Context: an optimization exercise on an open-source flow, tuned for small area, a short achievable clock period and few clock cycles. The choices shown serve that exercise and are no tape-out recipe.
At most, simulation tests tie the RTL to the original design; equivalence was not proved.
The RTL of run 1 was laid out without a check of its function.
No activity file was given, so power comes from the tool's default toggle rates.

<file path="design/flow/design.v">
module gf_inv (
    input  wire [3:0]  h,
    output reg  [63:0] t
);
    always @(*) begin
        case (h)
            4'd0: t = 64'hba7aa747f48e0100;
            4'd1: t = 64'h965daa3d98dd9dad;
            4'd2: t = 64'h664c3ee058c072d8;
            4'd3: t = 64'h2a4b83a08055de90;
            4'd4: t = 64'h8a2c56605139ed6c;
            4'd5: t = 64'h6e338b264a1fd070;
            4'd6: t = 64'h5e40c3a42e6f8948;
            4'd7: t = 64'he1150caba9cf2250;
            4'd8: t = 64'h04a64e92d5f85f36;
            4'd9: t = 64'h934567161e2b8830;
            4'd10: t = 64'h61251a818c682338;
            4'd11: t = 64'h41370e9763cbc113;
            4'd12: t = 64'h4d17c4b95bca5724;
            4'd13: t = 64'h322fec20b3ef8d52;
            4'd14: t = 64'h79dafbe9d911d128;
            4'd15: t = 64'hfcfecd84bb0677db;
            default: t = 64'h0;
        endcase
    end
endmodule
module gf_mul (
    input  wire [7:0] a,
    input  wire [7:0] b,
    output reg  [7:0] y
);
    integer n;
    reg [7:0] aa;
    always @(*) begin
        y  = 8'h00;
        aa = a;
        for (n = 0; n < 8; n = n + 1) begin
            if (b[n])
                y = y ^ aa;
            aa = {aa[6:0], 1'b0} ^ (aa[7] ? 8'h1d : 8'h00);
        end
    end
endmodule
module ecath_coef0 (
    input  wire [3:0]  m,
    output reg  [55:0] c
);
    always @(*) begin
        case (m)
            4'd0: c = 56'h00000000000000;
            4'd1: c = 56'h00000000000000;
            4'd2: c = 56'h000000000000f4;
            4'd3: c = 56'h0000000000018e;
            4'd4: c = 56'h00000000ba7aa7;
            4'd5: c = 56'h000000017aba47;
            4'd6: c = 56'h0000f48ea747ba;
            4'd7: c = 56'h00018ef447a77a;
            4'd8: c = 56'h965daa3d98dd9d;
            4'd9: c = 56'h00000000000000;
            4'd10: c = 56'h00000000000000;
            4'd11: c = 56'h00000000000000;
            4'd12: c = 56'h00000000000000;
            4'd13: c = 56'h00000000000000;
            4'd14: c = 56'h00000000000000;
            4'd15: c = 56'h00000000000000;
            default: c = 56'h0;
        endcase
    end
endmodule
module ecath_enc (
    input  wire        clk,
    input  wire        rst,
    input  wire        s_valid,
    output wire        s_ready,
    input  wire [31:0] s_data,
    input  wire [6:0]  s_k,       
    input  wire [3:0]  s_m,       
    output wire        m_valid,
    input  wire        m_ready,
    output wire [31:0] m_data,
    output wire        m_last
);
    function [7:0] xt;     
        input [7:0] a;
        xt = {a[6:0], 1'b0} ^ (a[7] ? 8'h1d : 8'h00);
    endfunction
    function [7:0] cmul;   
        input [2:0] j;
        input [7:0] y;
        cmul = (j[0] ? y : 8'h00) ^ (j[1] ? xt(y) : 8'h00) ^ (j[2] ? xt(xt(y)) : 8'h00) ^ 8'h01;
    endfunction
    reg        sr;        
    reg        fn;        
    reg [6:0]  rem;       
    reg [6:0]  xn;        
    reg [3:0]  mt;        
    wire       fire   = s_valid & sr;
    wire       last_t = fn ? (s_k == 7'd1) : (rem == 7'd1);
    always @(posedge clk) begin
        if (rst) begin
            fn <= 1'b1;
        end else if (fire) begin
            fn <= last_t;
            if (fn) begin
                rem <= s_k - 7'd1;
                xn  <= {3'd0, s_m} + 7'd1;
                mt  <= s_m;
            end else begin
                rem <= rem - 7'd1;
                xn  <= xn + 7'd1;
            end
        end
    end
    wire [63:0] tinv;
    gf_inv u_tab (.h(xn[6:3]), .t(tinv));
    wire [7:0]  e0 [0:7];
    wire [7:0]  e1 [0:7];
    wire [7:0]  e2 [0:7];
    wire [7:0]  e3 [0:7];
    wire [55:0] cn;        
    wire [55:0] cf;        
    genvar u;
    generate
        for (u = 0; u < 8; u = u + 1) begin : g_perm
            assign e0[u] = tinv[8*u +: 8];
            assign e1[u] = xn[0] ? e0[u ^ 1] : e0[u];
            assign e2[u] = xn[1] ? e1[u ^ 2] : e1[u];
            assign e3[u] = xn[2] ? e2[u ^ 4] : e2[u];    
        end
        for (u = 1; u < 8; u = u + 1) begin : g_cn
            assign cn[8*(u-1) +: 8] = e3[u];
        end
    endgenerate
    ecath_coef0 u_c0 (.m(s_m), .c(cf));
    reg [31:0] d0;         
    reg [55:0] cr;         
    reg        f0;         
    reg        l0;         
    reg        hold;       
    reg        ga, gb;     
    reg        ca, cb;     
    reg        bm;         
    reg        ua, ub;     
    always @(posedge clk) begin
        if (!hold) begin
            d0 <= s_data;
            cr <= fn ? cf : cn;
        end
    end
    reg  [255:0] acc;         
    wire [255:0] accn;
    wire [7:0] pw [0:3][0:7];      
    genvar j, b, k;
    generate
        for (b = 0; b < 4; b = b + 1) begin : g_pow
            assign pw[b][0] = d0[8*b +: 8];
            for (k = 1; k < 8; k = k + 1) begin : g_k
                assign pw[b][k] = xt(pw[b][k-1]);
            end
        end
        for (j = 0; j < 8; j = j + 1) begin : g_row
            wire [31:0] prod;
            wire        clr = (j < 4) ? ca : cb;
            if (j == 0) begin : g_one
                assign prod = d0 & {32{ga}};
            end else begin : g_mul
                wire       gt = (j < 4) ? ga : gb;
                wire [7:0] c;      
                if (j < 4) begin : g_a
                    assign c = cmul(j, cr[8*(j-1) +: 8]);
                end else if (j == 4) begin : g_b0
                    assign c = bm ? 8'h01 : cmul(j, cr[8*(j-1) +: 8]);
                end else begin : g_b
                    assign c = bm ? cmul(j - 4, cr[8*(j-5) +: 8]) : cmul(j, cr[8*(j-1) +: 8]);
                end
                for (b = 0; b < 4; b = b + 1) begin : g_lane
                    wire [7:0] yn [0:3];
                    for (k = 0; k < 4; k = k + 1) begin : g_pair
                        gf_sel3 u_sel (
                            .sa (gt & c[2*k] & ~c[2*k+1]),
                            .sb (gt & ~c[2*k] & c[2*k+1]),
                            .sab(gt & c[2*k] & c[2*k+1]),
                            .a  (pw[b][2*k]),
                            .b  (pw[b][2*k+1]),
                            .ab (pw[b][2*k] ^ pw[b][2*k+1]),
                            .yn (yn[k]));
                    end
                    assign prod[8*b +: 8] = yn[0] ^ yn[1] ^ yn[2] ^ yn[3];
                end
            end
            assign accn[32*j +: 32] = (acc[32*j +: 32] & {32{~clr}}) ^ prod;
        end
    endgenerate
    always @(posedge clk) begin
        acc <= accn;
    end
    reg        have;       
    reg [7:0]  joh;        
    reg [7:0]  mlh;        
    reg        pend;       
    reg [7:0]  pfh, plh;   
    reg [31:0] r1, r2;     
    reg        r1v, r2v, r1l, r2l;
    wire       go   = ga | gb;
    wire       done = go & l0;                     
    wire       ua_n = (go & f0) ? ga : ua;         
    wire       ub_n = (go & f0) ? gb : ub;
    wire [7:0] fr   = ua_n ? 8'h01 : 8'h10;        
    wire [2:0] lrn  = (ua_n ? 3'd0 : 3'd4) + mt[2:0] - 3'd1;    
    wire [7:0] lr   = 8'd1 << lrn;                 
    wire       pop  = r1v & m_ready;
    reg [31:0] rowsel;
    integer q;
    always @(*) begin
        rowsel = 32'd0;
        for (q = 0; q < 8; q = q + 1)
            rowsel = rowsel | (acc[32*q +: 32] & {32{joh[q]}});
    end
    wire [31:0] pdata = have ? rowsel : (ua_n ? accn[31:0] : accn[159:128]);
    wire        lastrow = |(joh & mlh);
    wire        plast = have ? lastrow : (fr == lr);
    localparam NXW = 1 + 8 + 8 + 1 + 8 + 8 + 1 + 1 + 1 + 1 + 1;
    wire [NXW-1:0] nx [0:1];
    genvar pp;
    generate
        for (pp = 0; pp < 2; pp = pp + 1) begin : g_cof
            wire       popc    = (pp == 1);
            wire       push_ok = ~r2v | popc;
            wire       push    = (have | done) & push_ok;
            wire       fin     = have & push_ok & lastrow;
            wire       byp     = done & ~have & push_ok;
            reg        h_n, p_n;
            reg [7:0]  jo_n, ml_n, pf_n, pl_n;
            always @(*) begin
                h_n  = have;  jo_n = joh;  ml_n = mlh;
                p_n  = pend;  pf_n = pfh;  pl_n = plh;
                if (have & push_ok) begin
                    if (lastrow) begin
                        h_n  = pend; jo_n = pfh; ml_n = plh;
                        p_n  = 1'b0;
                    end else begin
                        jo_n = {joh[6:0], 1'b0};
                    end
                end
                if (done) begin
                    if (byp) begin
                        h_n  = (fr != lr); jo_n = {fr[6:0], 1'b0}; ml_n = lr;
                    end else if (fin & ~pend) begin
                        h_n  = 1'b1; jo_n = fr; ml_n = lr;
                    end else if (~have) begin
                        h_n  = 1'b1; jo_n = fr; ml_n = lr;
                    end else begin
                        p_n  = 1'b1; pf_n = fr; pl_n = lr;
                    end
                end
            end
            wire r1_take = ~r1v | popc;
            wire r1v_n = r1_take ? (r2v | push) : 1'b1;
            wire r2v_n = r1_take ? (r2v & push) : (r2v | push);
            wire da    = h_n & (|jo_n[3:0]);
            wire la    = |(jo_n[3:0] & (ml_n[3:0] | 4'b1000));
            wire db    = h_n & (|ml_n[7:4]);
            wire lb    = |(jo_n & ml_n);
            wire fa    = ~(p_n & pf_n[0]) & (~da | (la & ~r2v_n));
            wire fb    = ~(p_n & (|pl_n[7:4])) & (~db | (lb & ~r2v_n));
            assign nx[pp] = {h_n, jo_n, ml_n, p_n, pf_n, pl_n, r1v_n, r2v_n, push, fa, fb};
        end
    endgenerate
    wire [NXW-1:0] nxs;
    ecath_lmux #(.W(NXW)) u_lm (.s(pop), .a(nx[1]), .b(nx[0]), .y(nxs));
    wire       have_n = nxs[NXW-1];
    wire [7:0] joh_n  = nxs[NXW-2 -: 8];
    wire [7:0] mlh_n  = nxs[NXW-10 -: 8];
    wire       pend_n = nxs[NXW-18];
    wire [7:0] pfh_n  = nxs[NXW-19 -: 8];
    wire [7:0] plh_n  = nxs[NXW-27 -: 8];
    wire       r1v_n  = nxs[4];
    wire       r2v_n  = nxs[3];
    wire       push   = nxs[2];
    wire       fa     = nxs[1];
    wire       fb     = nxs[0];
    always @(posedge clk) begin
        if (rst) begin
            r1v  <= 1'b0;
            r2v  <= 1'b0;
            have <= 1'b0;
            pend <= 1'b0;
        end else begin
            r1v  <= r1v_n;
            r2v  <= r2v_n;
            have <= have_n;
            pend <= pend_n;
        end
        joh <= joh_n;
        mlh <= mlh_n;
        pfh <= pfh_n;
        plh <= plh_n;
        if (~r1v | pop) begin
            if (r2v) begin
                r1  <= r2;
                r1l <= r2l;
            end else if (push) begin
                r1  <= pdata;
                r1l <= plast;
            end
            if (r2v & push) begin
                r2  <= pdata;
                r2l <= plast;
            end
        end else if (push) begin
            r2  <= pdata;
            r2l <= plast;
        end
    end
    wire first_n = hold | (fire & fn);             
    wire big_n   = hold ? (mt > 4'd4) : (s_m > 4'd4);
    wire can     = big_n ? (fa & fb) : (fa | fb);
    wire cont_n  = ~hold & fire & ~fn;             
    wire ga_n    = first_n ? (can & (big_n | fa)) : (cont_n & ua_n);
    wire gb_n    = first_n ? (can & (big_n | ~fa)) : (cont_n & ub_n);
    wire hold_n  = first_n & ~can;
    always @(posedge clk) begin
        if (rst) begin
            sr   <= 1'b1;
            hold <= 1'b0;
            ga   <= 1'b0;
            gb   <= 1'b0;
            ca   <= 1'b0;
            cb   <= 1'b0;
        end else begin
            sr   <= ~hold_n;
            hold <= hold_n;
            ga   <= ga_n;
            gb   <= gb_n;
            ca   <= ga_n & first_n;
            cb   <= gb_n & first_n;
        end
        if (!hold) begin
            f0 <= fn;
            l0 <= last_t;
        end
        bm <= first_n ? ~big_n & ~fa : (ub_n & ~ua_n);
        ua <= ua_n;
        ub <= ub_n;
    end
    assign s_ready = sr;
    assign m_valid = r1v;
    assign m_data  = r1;
    assign m_last  = r1l;
endmodule
module gf_sel3 (
    input  wire       sa,
    input  wire       sb,
    input  wire       sab,
    input  wire [7:0] a,
    input  wire [7:0] b,
    input  wire [7:0] ab,
    output wire [7:0] yn
);
    assign yn = ~(({8{sa}} & a) | ({8{sb}} & b) | ({8{sab}} & ab));
endmodule
module ecath_lmux #(parameter W = 1) (
    input  wire         s,
    input  wire [W-1:0] a,
    input  wire [W-1:0] b,
    output wire [W-1:0] y
);
    assign y = s ? a : b;
endmodule
</file>
<file path="design/flow/flow/run.sh">
#!/bin/bash
# Standard ORFS layout (the standard.sh), with port buffers of a stronger
# cell and timing repair aimed below the period the design reaches anyway.
set -euo pipefail
bash standard.sh SETUP_SLACK_MARGIN=8.0 \
  "BUFFER_PORTS_ARGS=-buffer_cell sky130_fd_sc_hd__buf_4" finish > orfs_make.log 2>&1
</file>
<file path="design/flow/standard.sh">
#!/bin/bash
# synth_recipe.tcl (not shown) runs the flow's synth.tcl, then flattens the netlist and writes it again
# the make line also repeats each setting of config.mk as NAME=value (left out here)
make -C /OpenROAD-flow-scripts/flow DESIGN_CONFIG=/design/flow/config.mk WORK_HOME=/design/flow/orfs CLKGATE_MAP_FILE= SYNTH_SCRIPT=/design/flow/synth_recipe.tcl "${@:-finish}"
</file>
<file path="design/flow/config.mk">
export PLATFORM = sky130hd
export DESIGN_NAME = ecath_enc
export DESIGN_NICKNAME = ecath_enc
export VERILOG_FILES = /design/flow/design.v
export SDC_FILE = /design/flow/constraint.sdc
export NUM_CORES = 8
export LEC_CHECK = 0
export CAP_MARGIN = 20
export CORE_MARGIN = 2
export CORE_UTILIZATION = 30
export PLACE_DENSITY = 0.3
export SLEW_MARGIN = 20
export SYNTH_HIERARCHICAL = 1
</file>
<file path="design/flow/constraint.sdc">
create_clock -name core_clock -period 11.5 [get_ports {clk}]
set_input_delay 2.3000 -clock core_clock [delete_from_list [all_inputs] [get_ports {clk}]]
set_output_delay 2.3000 -clock core_clock [all_outputs]
set_load 0.01 [all_outputs]
</file>
==> run notes, run 1 <==
Synthesis inferred 476 register bits. The run gives 0.71 ns as the clock latency on the worst-skew pair. The DRC marker count from the first detailed-route iteration is 12570. The run gives 6.88 ns as the setup slack at placement. The run finished with no timing, DRC or antenna violations. The synthesized area per cell was 9.58 sq um; the area taken by multi-input logic gates was 0.0333 sq mm. Setup repair after global routing could not meet its margin everywhere.

The required time of the critical path came out at 9.20 ns. The critical path goes through buf_6. Summing the sequential cell areas from Yosys gives 25.3% of the chip area.

The logs give 0 for the max-slew violation count and 0 for the remaining design rule violation count. The worst setup path is of the reg -> out kind. Die outline area: 0.151 sq mm. Peak per-stage delay on the critical path: 0.59 ns.

For the fill cell instance count of the final layout, the log shows 14856. The longest clock path from root to sink contains 3 buffers. For the worst supply voltage drop on vdd, the log shows 0.0000961 V.

The count of hold-fix buffers inserted at cts was 0. 82 I/O pins were placed. Global routing finished with a remaining overflow of 0.

The post-detailed-route wirelength per cell was 40.6 um. The switching share of power is 41.2%, and the number of placed cells counting well taps is 6398. The tools report the placed instance area as 0.0487 sq mm. The worst hold path begins at r2[13]$_DFFE_PP_.

The tool flagged a number of max-cap violations equal to 0. Among all stages on the critical path, the largest delay is contributed by sky130_fd_sc_hd__edfxtp_1. In this run the worst hold path is classified as reg -> reg. Summed over all nets, the switching power comes to 0.00394 W. The estimated wirelength of the detail-placed design came out at 144000 um. For the maximum number of pins on one net before global-route repair, the log shows 95.

In this run, synthesis inferred 174 flip-flops with an integrated enable. The count of different cell masters after synthesis is 93. The tools report the number of non-filler instances in the completed layout as 6804. The tools report the reg-to-reg endpoint as acc[94]$_DFF_P_. The clock network accounts for 23.2% of the total power. The part of the power in combinational logic came out at 49.5%. The region available for standard cell placement spans 0.147 sq mm. TritonCTS built the clock tree. The tools report the number of endpoints failing setup at the final stage as 0. Once layout is done, the placed cells without fillers occupy 0.0552 sq mm. Once the floorplan was initialized, standard cells occupied 30.2% of the core.

The tools report the startpoint type of the worst setup path as a flop. Measured against its own limit, the worst slew margin works out to 28.7%. The clock arrives with 0.0482 ns of skew. The power density over the cells was 173 mW/mm^2; the overall die width was 389 um.

The tools report the remaining antenna violation count as 0. The design internal power came out at 0.00562 W. The floorplan step set the die height to 389 um.

Commonest register cell after synthesis: sky130_fd_sc_hd__dfxtp_1. The port buffer count was 81. The buffer cell driving the clock tree root was sky130_fd_sc_hd__clkbuf_16. For the timing-limited maximum frequency, the log shows 0.263 GHz. The number of buffers and inverters on the critical path works out to 1. The sequential cells in the finished layout cover a total of 0.0113 sq mm. The number of antenna violations at the first check in global routing was 5; the least setup slack across all paths after layout was 7.70 ns. The number of failing hold endpoints at the final stage is 0. The routed layout has 47185 vias.

For hold timing, the worst endpoint is r1[13]$_DFFE_PP_. The worst register-to-register path has a setup slack of 7.84 ns. The final sum of negative setup slack is 0 ns. The share of total power dissipated in sequential elements is 27.3%. For this design the static power due to leakage is 18.3 nW.

The critical-path maximum fanout is 1. Via count of the first global-routing pass: 45238. The area growth from synthesis to layout is 24.0%. The smallest clock period supported by the final layout is computed as 3.80 ns.

At the end of routability-driven placement, the weighted congestion stood at 0.823. Synthesis produced 4646 cells. The hold path depth was 1.

The post-route fraction of the period consumed by the critical path is 33.1%, and the async set-reset flop share out of synthesis is 0%. Among cell families on the critical path, the largest total delay comes from flip-flops. The Yosys step of the flow raised 9 warnings. Buffers inserted during clock tree synthesis total 69.

The post-route netlist has 23.0% of its cells at a drive strength greater than 1. The H-tree was split into 3 levels. The worst setup path is captured at a primary output.

The total wire length after detailed routing was 276000 um; the first-pass detailed-route iteration total was 17. Global routing used 34.4% of the available tracks. The total number of clock tree sinks came out at 476. The tools report the share of the core filled with cells as 37.4%.

The tools report the cell area after technology mapping as 0.0445 sq mm. The first global-routing pass estimated 373000 um of wire. For this run, the post-layout net count is 4886.

The arrival time at the worst endpoint was 1.50 ns. After floorplanning, the core was divided into 141 placement rows. Measured in cells, the most critical reg-to-reg path has a length of 8. Using the TritonRoute via totals, the vias-per-cell ratio works out to 6.93. The slew at the pin with the worst max-slew slack is 1.07 ns. The beginning of the worst register-to-register path is ga$_SDFF_PP0_.

Clock transition at the registers of the reported paths: 0.06 ns.
layer usage:
layer,part of all wire (%),track usage [%]
met5,0,0.128
met4,6.0,17.0
met1,40,46.5
met2,42,51.2
met3,11,7.98
power by group through the flow:
| stage | Clock [W] | Sequential [W] | Combinational, W |
|---|---|---|---|
| detailed placement | 0 | 0.00266 | 0.00415 |
| finish | 0.00222 | 0.00262 | 0.00473 |
| floorplan | 0 | 0.00254 | 0.00300 |
| global placement | 0 | 0.00266 | 0.00415 |
| CTS | 0.00227 | 0.00262 | 0.00440 |
| global route | 0.00233 | 0.00267 | 0.00495 |
metrics by stage:
step	hold slack, ns	total power, W
after floorplan	0.462	0.00554
after global placement	0.521	0.00682
after detailed placement	0.513	0.00681
after CTS	0.528	0.00929
after global routing	0.547	0.00995
final	0.523	0.00956
synth_stat cells (22+ instances only):
cell / count / area share, %
sky130_fd_sc_hd__nor2_1: 105 / 0.89
sky130_fd_sc_hd__a222oi_1: 896 / 20
sky130_fd_sc_hd__dfxtp_1: 302 / 14
sky130_fd_sc_hd__xnor2_1: 1036 / 20
sky130_fd_sc_hd__xor2_1: 128 / 2.5
sky130_fd_sc_hd__a22oi_1: 137 / 2.3
sky130_fd_sc_hd__buf_2: 29 / 0.33
sky130_fd_sc_hd__o21ai_0: 159 / 1.8
sky130_fd_sc_hd__nor2b_1: 281 / 4.0
sky130_fd_sc_hd__clkbuf_2: 226 / 2.5
sky130_fd_sc_hd__and3_1: 25 / 0.35
sky130_fd_sc_hd__inv_1: 62 / 0.52
sky130_fd_sc_hd__a21oi_1: 64 / 0.72
sky130_fd_sc_hd__mux2_2: 80 / 2.0
sky130_fd_sc_hd__nand3_1: 30 / 0.34
sky130_fd_sc_hd__nand2_1: 202 / 1.7
sky130_fd_sc_hd__nand2b_1: 22 / 0.31
sky130_fd_sc_hd__clkbuf_1: 141 / 1.2
sky130_fd_sc_hd__and2_1: 25 / 0.35
sky130_fd_sc_hd__a41o_1: 33 / 0.74
sky130_fd_sc_hd__ha_1: 24 / 0.67
sky130_fd_sc_hd__buf_4: 42 / 0.71
sky130_fd_sc_hd__mux4_2: 64 / 3.2
sky130_fd_sc_hd__mux2i_1: 107 / 2.4
sky130_fd_sc_hd__edfxtp_1: 174 / 12
how the worst max path moves through the flow:
stage | start | end | slack [ns] | cells past startpoint
after floorplan | d0[29]$_DFFE_PN_ | r1[26]$_DFFE_PP_ | 7.50 | 12
after global placement | m_ready | r1[20]$_DFFE_PP_ | 6.85 | 6
after detailed placement | gb$_SDFF_PP0_ | r1[9]$_DFFE_PP_ | 6.88 | 13
after CTS | r1[27]$_DFFE_PP_ | m_data[27] | 7.68 | 1
after global routing | r1[17]$_DFFE_PP_ | m_data[17] | 7.70 | 1
final | r1[23]$_DFFE_PP_ | m_data[23] | 7.70 | 1
registers in the layout, indices dropped and copies added, names as in the netlist, 7 cells and up:
| name | flops |
|---|---|
| joh | 8 |
| r2 | 32 |
| acc | 256 |
| r1 | 32 |
| plh | 8 |
| pfh | 8 |
| rem | 7 |
| d0 | 32 |
| cr | 56 |
| xn | 7 |
| mlh | 8 |
Yosys stat by module (local to each module, per instance), a selection:
module | cells | flops+latches
ecath_enc | 3195 | 476
gf_inv | 206 | 0
ecath_coef0 | 82 | 0
gf_sel3 | 10 | 0
layout make-up:
cell class	instances	share of cell area, %
diodes	5	0.0227
clock buffers	91	3.41
clock inverters	34	0.671
inverters	69	0.581
multi-input cells	3651	60.5
flip-flops and latches	476	20.5
well taps	1930	4.38
repair buffers	542	9.88
repair inverters	6	0.0771
placed cells by master, fill, tap and decap left out, drive strengths merged, types with 7 or more instances in the layout:
cell type	count
mux2	90
edfxtp	174
o21a	7
dfxtp	302
clkinv	23
ha	24
and2	27
buf	525
a22oi	142
a211oi	9
and3	25
a222oi	896
a31oi	20
clkbuf	105
mux4	64
mux2i	107
nand2b	23
xnor2	1041
nor2	108
nand3	31
nand2	204
nor3b	7
inv	64
a21oi	67
a22o	9
nor2b	281
xor2	129
clkinvlp	17
or2	8
a41o	33
or3	7
o21ai	167
conb	8
o211ai	8
nor3	20
cell families (layout without fill, tap and decap cells):
family                     Yosys count  after routing  synth area share, %
AOI/OAI and AO/OA                 1417           1419                 28.1
xor gates and xnor gates          1164           1170                 22.9
adders and majority gates           25             25                0.697
buffers and inverters              535            742                 5.80
DFF                                476            476                 25.3
muxes                              261            261                 8.01
other                                1             13              0.00843
and+or+nand+nor                    767            768                 9.13
timing repair:
action	4_1_cts	5_1_grt
buffers inserted	119	127
gates resized for setup	185	151
gates cloned	16	14
pin swaps	53	82
endpoints found under the setup margin	400	197
==> run 2, diff against run 1 <==
--- a/design/flow/design.v
+++ b/design/flow/design.v
@@ -49,13 +49,13 @@
         case (m)
             4'd0: c = 56'h00000000000000;
             4'd1: c = 56'h00000000000000;
-            4'd2: c = 56'h000000000000f4;
-            4'd3: c = 56'h0000000000018e;
-            4'd4: c = 56'h00000000ba7aa7;
-            4'd5: c = 56'h000000017aba47;
-            4'd6: c = 56'h0000f48ea747ba;
-            4'd7: c = 56'h00018ef447a77a;
-            4'd8: c = 56'h965daa3d98dd9d;
+            4'd2: c = 56'h000000000000f5;
+            4'd3: c = 56'h0000000000038f;
+            4'd4: c = 56'h00000000d2f5a6;
+            4'd5: c = 56'h000000058f6846;
+            4'd6: c = 56'h00000203f58fbb;
+            4'd7: c = 56'h00078df6c8527b;
+            4'd8: c = 56'hc4d239f5b4a69c;
             4'd9: c = 56'h00000000000000;
             4'd10: c = 56'h00000000000000;
             4'd11: c = 56'h00000000000000;
@@ -84,11 +84,6 @@
         input [7:0] a;
         xt = {a[6:0], 1'b0} ^ (a[7] ? 8'h1d : 8'h00);
     endfunction
-    function [7:0] cmul;   
-        input [2:0] j;
-        input [7:0] y;
-        cmul = (j[0] ? y : 8'h00) ^ (j[1] ? xt(y) : 8'h00) ^ (j[2] ? xt(xt(y)) : 8'h00) ^ 8'h01;
-    endfunction
     reg        sr;        
     reg        fn;        
     reg [6:0]  rem;       
@@ -117,7 +112,7 @@
     wire [7:0]  e1 [0:7];
     wire [7:0]  e2 [0:7];
     wire [7:0]  e3 [0:7];
-    wire [55:0] cn;        
+    wire [55:0] cn;
     wire [55:0] cf;        
     genvar u;
     generate
@@ -128,7 +123,11 @@
             assign e3[u] = xn[2] ? e2[u ^ 4] : e2[u];    
         end
         for (u = 1; u < 8; u = u + 1) begin : g_cn
-            assign cn[8*(u-1) +: 8] = e3[u];
+            wire [7:0] y1 = e3[u];
+            wire [7:0] y2 = xt(y1);
+            wire [7:0] y4 = xt(y2);
+            wire [7:0] jy = ((u & 1) ? y1 : 8'h00) ^ ((u & 2) ? y2 : 8'h00) ^ ((u & 4) ? y4 : 8'h00);
+            assign cn[8*(u-1) +: 8] = jy ^ 8'h01;
         end
     endgenerate
     ecath_coef0 u_c0 (.m(s_m), .c(cf));
@@ -165,13 +164,13 @@
                 assign prod = d0 & {32{ga}};
             end else begin : g_mul
                 wire       gt = (j < 4) ? ga : gb;
-                wire [7:0] c;      
+                wire [7:0] c;
                 if (j < 4) begin : g_a
-                    assign c = cmul(j, cr[8*(j-1) +: 8]);
+                    assign c = cr[8*(j-1) +: 8];
                 end else if (j == 4) begin : g_b0
-                    assign c = bm ? 8'h01 : cmul(j, cr[8*(j-1) +: 8]);
+                    assign c = bm ? 8'h01 : cr[8*(j-1) +: 8];
                 end else begin : g_b
-                    assign c = bm ? cmul(j - 4, cr[8*(j-5) +: 8]) : cmul(j, cr[8*(j-1) +: 8]);
+                    assign c = bm ? cr[8*(j-5) +: 8] : cr[8*(j-1) +: 8];
                 end
                 for (b = 0; b < 4; b = b + 1) begin : g_lane
                     wire [7:0] yn [0:3];
--- a/design/flow/config.mk
+++ b/design/flow/config.mk
@@ -8,6 +8,6 @@
 export CAP_MARGIN = 20
 export CORE_MARGIN = 2
 export CORE_UTILIZATION = 30
-export PLACE_DENSITY = 0.3
+export PLACE_DENSITY = 0.5
 export SLEW_MARGIN = 20
 export SYNTH_HIERARCHICAL = 1
==> run notes, run 2 <==
The run finished with no timing, DRC or antenna violations. For the count of synthesis-stage warnings from yosys, the log shows 9 (unchanged). The total number of clock tree sinks is 476 (unchanged), and the clock latency on the worst-skew pair is 0.70 ns (about the same).

The async set-reset flop share out of synthesis works out to 0% (unchanged). The largest registers in the layout are acc: 256 flops, cr: 56 flops. By area the synthesized netlist is led by sky130_fd_sc_hd__xnor2_1, sky130_fd_sc_hd__a222oi_1, sky130_fd_sc_hd__dfxtp_1, sky130_fd_sc_hd__edfxtp_1, sky130_fd_sc_hd__nor2b_1. The setup slack at placement came out at 6.95 ns (+0.0660 ns). The library cell used most frequently in the layout, excluding fill and tap cells, is sky130_fd_sc_hd__xnor2_1. The number of failing hold endpoints at the final stage is 0 (unchanged), and the DRC marker count from the first detailed-route iteration is 15754 (+25%). The biggest area contributor in the post-synthesis netlist is sky130_fd_sc_hd__xnor2_1. For the remaining design rule violation count, the log shows 0 (unchanged). TritonCTS built the clock tree.

The count of H-tree levels built during CTS is 2 (-1). The reg-to-reg setup timing slack came out at 7.97 ns (+0.13 ns). Cell with the largest stage delay on the worst path: sky130_fd_sc_hd__edfxtp_1. The peak per-stage delay on the critical path was 0.57 ns (-0.02 ns); the max-slew violation count was 0 (unchanged).

The post-synthesis instance total is 4669 (+0.50%). The worst hold path begins at ub$_DFF_P_. The most instantiated library cell after synthesis is sky130_fd_sc_hd__xnor2_1. The via count of the first global-routing pass is 44571 (-1.5%), and the overall routing resource usage is 29.1% (-5.4 points).

For the share of the yosys chip area belonging to registers, the log shows 25.3% (about the same). Net switching power of the design: 0.00346 W (-12%). The path with the worst hold slack has its endpoint at ub$_DFF_P_.

The via count normalized by instance count is 7.02 (+1.2%), and the synthesized area per cell is 9.54 sq um (-0.41%). The commonest register cell after synthesis was sky130_fd_sc_hd__dfxtp_1. The post-detailed-route wirelength per cell is 34.9 um (-14%), and the routability congestion estimate is 0.883 (+7.3%). The worst slew margin relative to its limit was 32.9% (+4.2 points). In the layout the commonest cells are sky130_fd_sc_hd__xnor2_1, sky130_fd_sc_hd__a222oi_1, sky130_fd_sc_hd__buf_4.

The clock network fraction of design power came out at 23.2% (about the same). The global-route wire length before repair is 326000 um (-13%), and the hold path depth is 1 (unchanged). The port buffer count was 81 (unchanged); the required time of the critical path was 9.20 ns (about the same). Post-route fraction of the period consumed by the critical path: 32.7% (-0.34 points).

The worst register-to-register path begins at d0[13]$_DFFE_PN_. The growth of design area from synthesis to finish is 23.5%. The tools report the leakage power total as 18.5 nW (+1.0%). For the sequential group share of total power, the log shows 29.6% (+2.3 points). The register name with the most flops is acc.

The fill cell instance count of the final layout was 14670 (-1.3%); the total wire length after detailed routing was 238000 um (-14%). The cell area after technology mapping was 0.0445 sq mm (about the same). The worst setup path is launched from a flop. The clock transition at the registers of the reported paths was 0.06 ns (about the same). The tools report the maximum root-to-sink buffer count as 3 (unchanged). Worst supply voltage drop on vdd: 0.000145 V (+51%).

The critical path goes through buf_6. For the estimated wirelength of the detail-placed design, the log shows 117000 um (-19%). The number of synthesized flops with an enable pin was 174 (unchanged); the critical-path maximum fanout was 1 (unchanged).

The logs give 0.00543 W (-3.5%) for the design internal power and 47870 (+1.5%) for the total number of vias. Setup repair after global routing could not meet its margin everywhere. The fraction of final layout cells with drive strength greater than 1 works out to 22.5% (-0.49 points). For the final sum of negative setup slack, the log shows 0 ns (unchanged). The number of flip-flops under the largest register name works out to 256 (unchanged).

The tools report the final non-filler cell area as 0.0550 sq mm (-0.26%). The commonest cells after synthesis are sky130_fd_sc_hd__xnor2_1, sky130_fd_sc_hd__a222oi_1, sky130_fd_sc_hd__dfxtp_1. The count of different cell masters after synthesis came out at 86 (-7.5%).

The number of antenna violations at the first check in global routing was 4 (-1). The timing-limited maximum frequency came out at 0.266 GHz (+1.1%). The part of the power in combinational logic is 47.3% (-2.2 points).

The arrival time at the worst endpoint was 1.46 ns (-0.04 ns). The final net count was 4917 (+0.63%); the die outline area was 0.152 sq mm (about the same). The overall die width is 389 um (about the same). The minimum period implied by the final worst setup slack came out at 3.76 ns (-0.0396 ns). The kind of cell with the highest combined delay on the critical path was flip-flops. The worst setup path category is reg -> out. The number of max-capacitance violations reported was 0 (unchanged); the final worst clock skew was 0.0552 ns (+0.00698 ns). The placed instance area was 0.0483 sq mm (-0.81%).

The vertical extent of the die came out at 389 um (about the same). The total of flip-flops plus latches after synthesis works out to 476 (unchanged). The power density over the cells was 161 mW/mm^2 (-6.9%). The switching share of power was 38.9% (-2.3 points); the number of buffers and inverters on the critical path was 1 (unchanged). For the sequential cell area, the log shows 0.0113 sq mm (about the same).

Buffer cell driving the clock tree root: sky130_fd_sc_hd__clkbuf_16. The logic depth of the worst register-to-register path was 11 (+3); the least setup slack across all paths after layout was 7.74 ns (+0.0396 ns). The clock buffer count from CTS came out at 59 (-14%). The effective utilization at floorplan came out at 30.2% (about the same). The count of standard-cell rows was 141 (unchanged); the count of hold-fix buffers inserted at cts was 0 (unchanged). The tools report the count of boundary I/O pins as 82 (unchanged).

For the sum of overflow across all layers after global routing, the log shows 0 (unchanged). Reg-to-reg endpoint: r1[11]$_DFFE_PP_. The tools report the maximum number of pins on one net before global-route repair as 106 (+12%). The slew at the pin with the worst max-slew slack is 1.01 ns (-0.0626 ns), and the remaining antenna violation count is 0 (unchanged).

Kind of end point of the critical path: a primary output. The floorplan core area is 0.147 sq mm (unchanged). The share of the synthesized area in the top cell type was 20.5% (+0.063 points); the first-pass detailed-route iteration total was 30 (+13). For the area taken by multi-input logic gates, the log shows 0.0334 sq mm (+0.17%).

The path class of the tightest hold or removal check is reg -> reg. For the number of endpoints failing setup at the final stage, the log shows 0 (unchanged).
[run 2: cell types whose count changed in the layout (fill, tap and decap cells not counted), sizes merged, moves of 14 or more]
cell,change
nand4,+34
a21oi,-21
nor2b,+14
nand2,+15
a41o,-28
inv,+33
buf,-22
o21ai,-16
[run 2: how the worst max path moves through the flow]
stage	from	end	slack [ns]	cells past startpoint
6_report	r1[4]$_DFFE_PP_	m_data[4]	7.74	1
5_1_grt	r1[4]$_DFFE_PP_	m_data[4]	7.74	1
4_1_cts	r1[12]$_DFFE_PP_	m_data[12]	7.74	1
3_5_place_dp	d0[25]$_DFFE_PN_	r1[27]$_DFFE_PP_	6.95	12
3_3_place_gp	d0[25]$_DFFE_PN_	r1[27]$_DFFE_PP_	6.98	12
2_1_floorplan	d0[29]$_DFFE_PN_	r1[26]$_DFFE_PP_	7.50	12
[run 2: logic make-up after synthesis]
group	Yosys count	share of synthesized area, %
AO/OA/AOI/OAI	1365	27.3
XOR/XNOR	1164	22.9
adder cells (fa/ha/maj)	31	0.865
other	1	0.00842
AND/OR/NAND/NOR	803	9.50
multiplexers	279	8.27
flip-flops	476	25.3
buffers and inverters	550	5.85
[run 2: area by class of cell]
| class | count | area share (%) |
|---|---|---|
| timing repair buffer | 529 | 9.60 |
| clock inverter | 32 | 0.694 |
| clock buffer | 79 | 3.13 |
| tap | 1930 | 4.39 |
| antenna | 2 | 0.00910 |
| sequential | 476 | 20.6 |
| multi-input combinational | 3662 | 60.7 |
| timing repair inverter | 11 | 0.114 |
| inverter | 101 | 0.771 |
[run 2: Yosys stat by module, one instance, submodules excluded, a selection]
module / copies in the design / cell area, sq um / cells / flops+latches
ecath_enc: 1 / 32100 / 3215 / 476
ecath_coef0: 1 / 596 / 85 / 0
gf_inv: 1 / 1270 / 206 / 0
gf_sel3: 112 / 90.1 / 10 / 0
[run 2: through the flow]
step | power [W] | util (%) | hold WS (ns) | std cells
after floorplan | 0.00526 | - | 0.428 | 4677
final | 0.00888 | 37.3 | 0.525 | 6822
after detailed placement | 0.00617 | 32.8 | 0.508 | 6401
after CTS | 0.00849 | 35.7 | 0.527 | 6663
after global routing | 0.00923 | 37.3 | 0.540 | 6822
after global placement | 0.00613 | 32.8 | 0.509 | 6401
[run 2: what timing repair did]
action,in CTS,in global routing
gates resized for setup,162,142
pin swaps,46,105
setup endpoints to repair,380,167
cloned,21,24
buffers inserted,130,133
[run 2: power groups by stage]
stage,registers (W),clock network [W],logic (W)
2_1_floorplan,0.00257,0,0.00269
3_3_place_gp,0.00267,0,0.00346
3_5_place_dp,0.00268,0,0.00350
4_1_cts,0.00262,0.00209,0.00378
5_1_grt,0.00269,0.00215,0.00439
6_report,0.00263,0.00206,0.00420
[run 2: layer usage]
layer,wire (um),up-vias,GRT usage (%)
met4,18400,12,16.3
met1,87400,23020,37.4
met3,38200,1201,11.4
met2,93700,4542,41.0
met5,258,-,1.21
li1,-,19095,-
Testbench counts of run 2, summed over its fixed seeds: cycles 34,416.

[separate check: timing with driven ports]
How much do the figures lean on ideal ports? The routed layouts below were timed once more, with nothing changed but the port constraints. Step 1 (the two cells are an assumption about what drives the block):
set clk [get_ports {clk}]
set_driving_cell -lib_cell sky130_fd_sc_hd__clkbuf_16 $clk
set_driving_cell -lib_cell sky130_fd_sc_hd__buf_2 [delete_from_list [all_inputs] $clk]
Step 2 times the ports against the registers' clock, not the clock port: input delays grow and output delays shrink by t, the midpoint of the rising clock arrivals with the driver on. Three values: no drivers, after step 1, after step 2; two values: the first two.
run	t, ns	setup WS [ns]	pins driven straight from the clock port
run 1	0.766	7.697 / 7.615 / 7.360	1
run 2	0.762	7.737 / 7.646 / 7.438	1
After both steps setup and hold are still met in every run listed. For run 1, which loses most, drivers alone change the setup slack by -0.082 ns; drivers and shift together by -0.337 ns.
